Source: an optimization exercise on an open RTL-to-GDS flow (aim: small area, a short achievable clock period and few clock cycles). Production flows keep margins and buffers that such runs may drop. In this exercise RTL edits were held to simulation tests only and were not proved equivalent to the original. Power is estimated from default activity; no workload was simulated.

before:
## csl_rs_decoder
module csl_rs_decoder (
    input  wire        clk,
    input  wire        rst,
    input  wire        in_valid,
    output wire        in_ready,
    input  wire [7:0]  in_data,
    input  wire        in_last,
    output wire        out_valid,
    input  wire        out_ready,
    output wire        out_uncorr,
    output wire [3:0]  out_nerr,
    output wire [63:0] out_pos,
    output wire [63:0] out_val
);
Size: about 870 flip-flops, about 0.043 mm2 of cells after synthesis.
clock: 10.0 ns
lec_check: 0
cap_margin: 20
core_margin: 2
core_utilization: 55
place_density: 0.65
slew_margin: 20
standard.sh (not shown) runs the stock make flow with config.mk's settings and CLKGATE_MAP_FILE= SYNTH_SCRIPT=/design/flow/synth_recipe.tcl, a recipe that flattens the netlist after the stock synthesis.
==> flow/flow/run.sh <==
#!/bin/bash
set -euo pipefail
bash standard.sh SETUP_SLACK_MARGIN=6.8 "BUFFER_PORTS_ARGS=-buffer_cell sky130_fd_sc_hd__buf_2" \
  "CTS_ARGS=-sink_clustering_enable -repair_clock_nets -sink_clustering_size 24 -sink_clustering_max_diameter 120 -buf_list sky130_fd_sc_hd__clkbuf_16" \
  finish > layout_make.log 2>&1
Having completed the whole flow, before delivered a layout that passed the timing, design-rule and antenna checks.
Testbench counts of before, summed over its fixed seeds: cycles 72,854.
Setup changes, before to after
diff --git a/flow/design.v b/flow/design.v
--- a/flow/design.v
+++ b/flow/design.v
@@ -126,18 +126,19 @@
   end
   localparam [3:0] BM_IDLE = 4'd0,
                    BM_INIT = 4'd1,
                    BM_DEC1 = 4'd2,
                    BM_DEC2 = 4'd3,
                    BM_PASS = 4'd4,
                    BM_FIN  = 4'd5,
                    BM_OPAS = 4'd6,
                    BM_OFIN = 4'd7,
+                   BM_OWR  = 4'd8,
                    BM_DONE = 4'd9;
   reg [3:0]  bst;
   reg [7:0]  sc   [0:15];   
   reg [7:0]  cp   [0:8];    
   reg [7:0]  bs   [0:8];    
   reg [7:0]  gam;
   reg [7:0]  dlt;           
   reg [7:0]  dacc;          
   reg [3:0]  bl;            
@@ -266,19 +267,20 @@
     end else begin
       xfer <= (bst == BM_DONE) && chien_free;
       case (bst)
         BM_IDLE: if (hand) bst <= BM_INIT;
         BM_INIT: bst <= BM_DEC1;
         BM_DEC1: bst <= (d_lnew > 5'd8) ? BM_DONE : BM_PASS;
         BM_PASS: if (bi_oh[0]) bst <= BM_FIN;
         BM_FIN:  bst <= (br == 4'd15) ? ((bl == 4'd0) ? BM_DONE : BM_OPAS) : BM_DEC1;
         BM_OPAS: if (bi_oh[0]) bst <= BM_OFIN;
-        BM_OFIN: bst <= (bk + 4'd1 == bl) ? BM_DONE : BM_OPAS;
+        BM_OFIN: bst <= BM_OWR;
+        BM_OWR:  bst <= (bk + 4'd1 == bl) ? BM_DONE : BM_OPAS;
         BM_DONE: if (chien_free) bst <= BM_IDLE;
         default: bst <= BM_IDLE;
       endcase
     end
     if (hand) begin
       for (i = 0; i < 16; i = i + 1)
         sc[i] <= acc_nx[i];
       dacc  <= acc_nx[0];
       b_nm1 <= cnt;
@@ -338,35 +340,33 @@
         bk    <= 4'd0;
         bk_oh <= 8'd1;
         bi_oh <= 9'd1;
         ps_oh <= 17'd2;
         pipe  <= 8'h00;
       end
       BM_OPAS: begin
         pipe  <= c_rd;
         dacc  <= dsum;
-        if (bi_oh[0]) begin
-          bi_oh <= {bk_oh, 1'b0};
-          ps_oh <= 17'd2;
-        end else begin
-          bi_oh <= {1'b0, bi_oh[8:1]};
-          ps_oh <= {ps_oh[15:0], 1'b0};
-        end
+        bi_oh <= {1'b0, bi_oh[8:1]};
+        ps_oh <= {ps_oh[15:0], 1'b0};
       end
       BM_OFIN: begin
+        dacc  <= dsum;
+      end
+      BM_OWR: begin
         for (i = 0; i < 8; i = i + 1)
-          if (bk_oh[i]) bs[i] <= dsum;
+          if (bk_oh[i]) bs[i] <= dacc;
         bk    <= bk + 4'd1;
         bk_oh <= {bk_oh[6:0], 1'b0};
-        pipe  <= c_rd;
+        bi_oh <= {bk_oh, 1'b0};
+        ps_oh <= 17'd2;
+        pipe  <= 8'h00;
         dacc  <= 8'h00;
-        bi_oh <= {1'b0, bi_oh[8:1]};
-        ps_oh <= {ps_oh[15:0], 1'b0};
       end
       default: ;
     endcase
   end
   always @(posedge clk) begin
     if (rst) begin
       cact   <= 1'b0;
       cfin   <= 1'b0;
       ovalid <= 1'b0;
### Flow results
Cell area power density (after over before): increase, 26%
before → after: design area dropped about 1.1%; share of cell area taken by flip-flops and latches saw an increase; via count shrank by 1.5%; number of filler cells placed in the layout rose about 1.3%.
Taking before as the reference point, the worst hold slack across all endpoints of after rises by 0.0061 ns.
Testbench counts of after, summed over its fixed seeds: cycles 72,947.

-- static timing again, ports no longer ideal --
Ports are ideal in the flow. The routed layouts listed here were re-timed in OpenROAD.
Step 1 sets driving cells, clkbuf_16 on the clock port and buf_2 on the other inputs (assumed; they add their load-dependent delay and slew).
Step 2 adds t to the input delays and takes it off the output delays; t is the mean of the earliest and latest rising clock arrival at the registers after step 1. Input paths then give back, and output paths get back, about the clock's delay inside the block.
Three values: no drivers, after step 1, after step 2; two values: the first two.
run | shift t [ns] | slack for setup (ns) | worst data-port slew with drivers (ns)
before | 0.681 | 6.829 / 6.761 / 6.787 | 0.05
after | 0.686 | 6.838 / 6.771 / 6.845 | 0.04
After both steps every run listed still meets setup and hold. For before, which loses most, drivers alone change the setup slack by -0.068 ns; drivers and shift together by -0.042 ns.
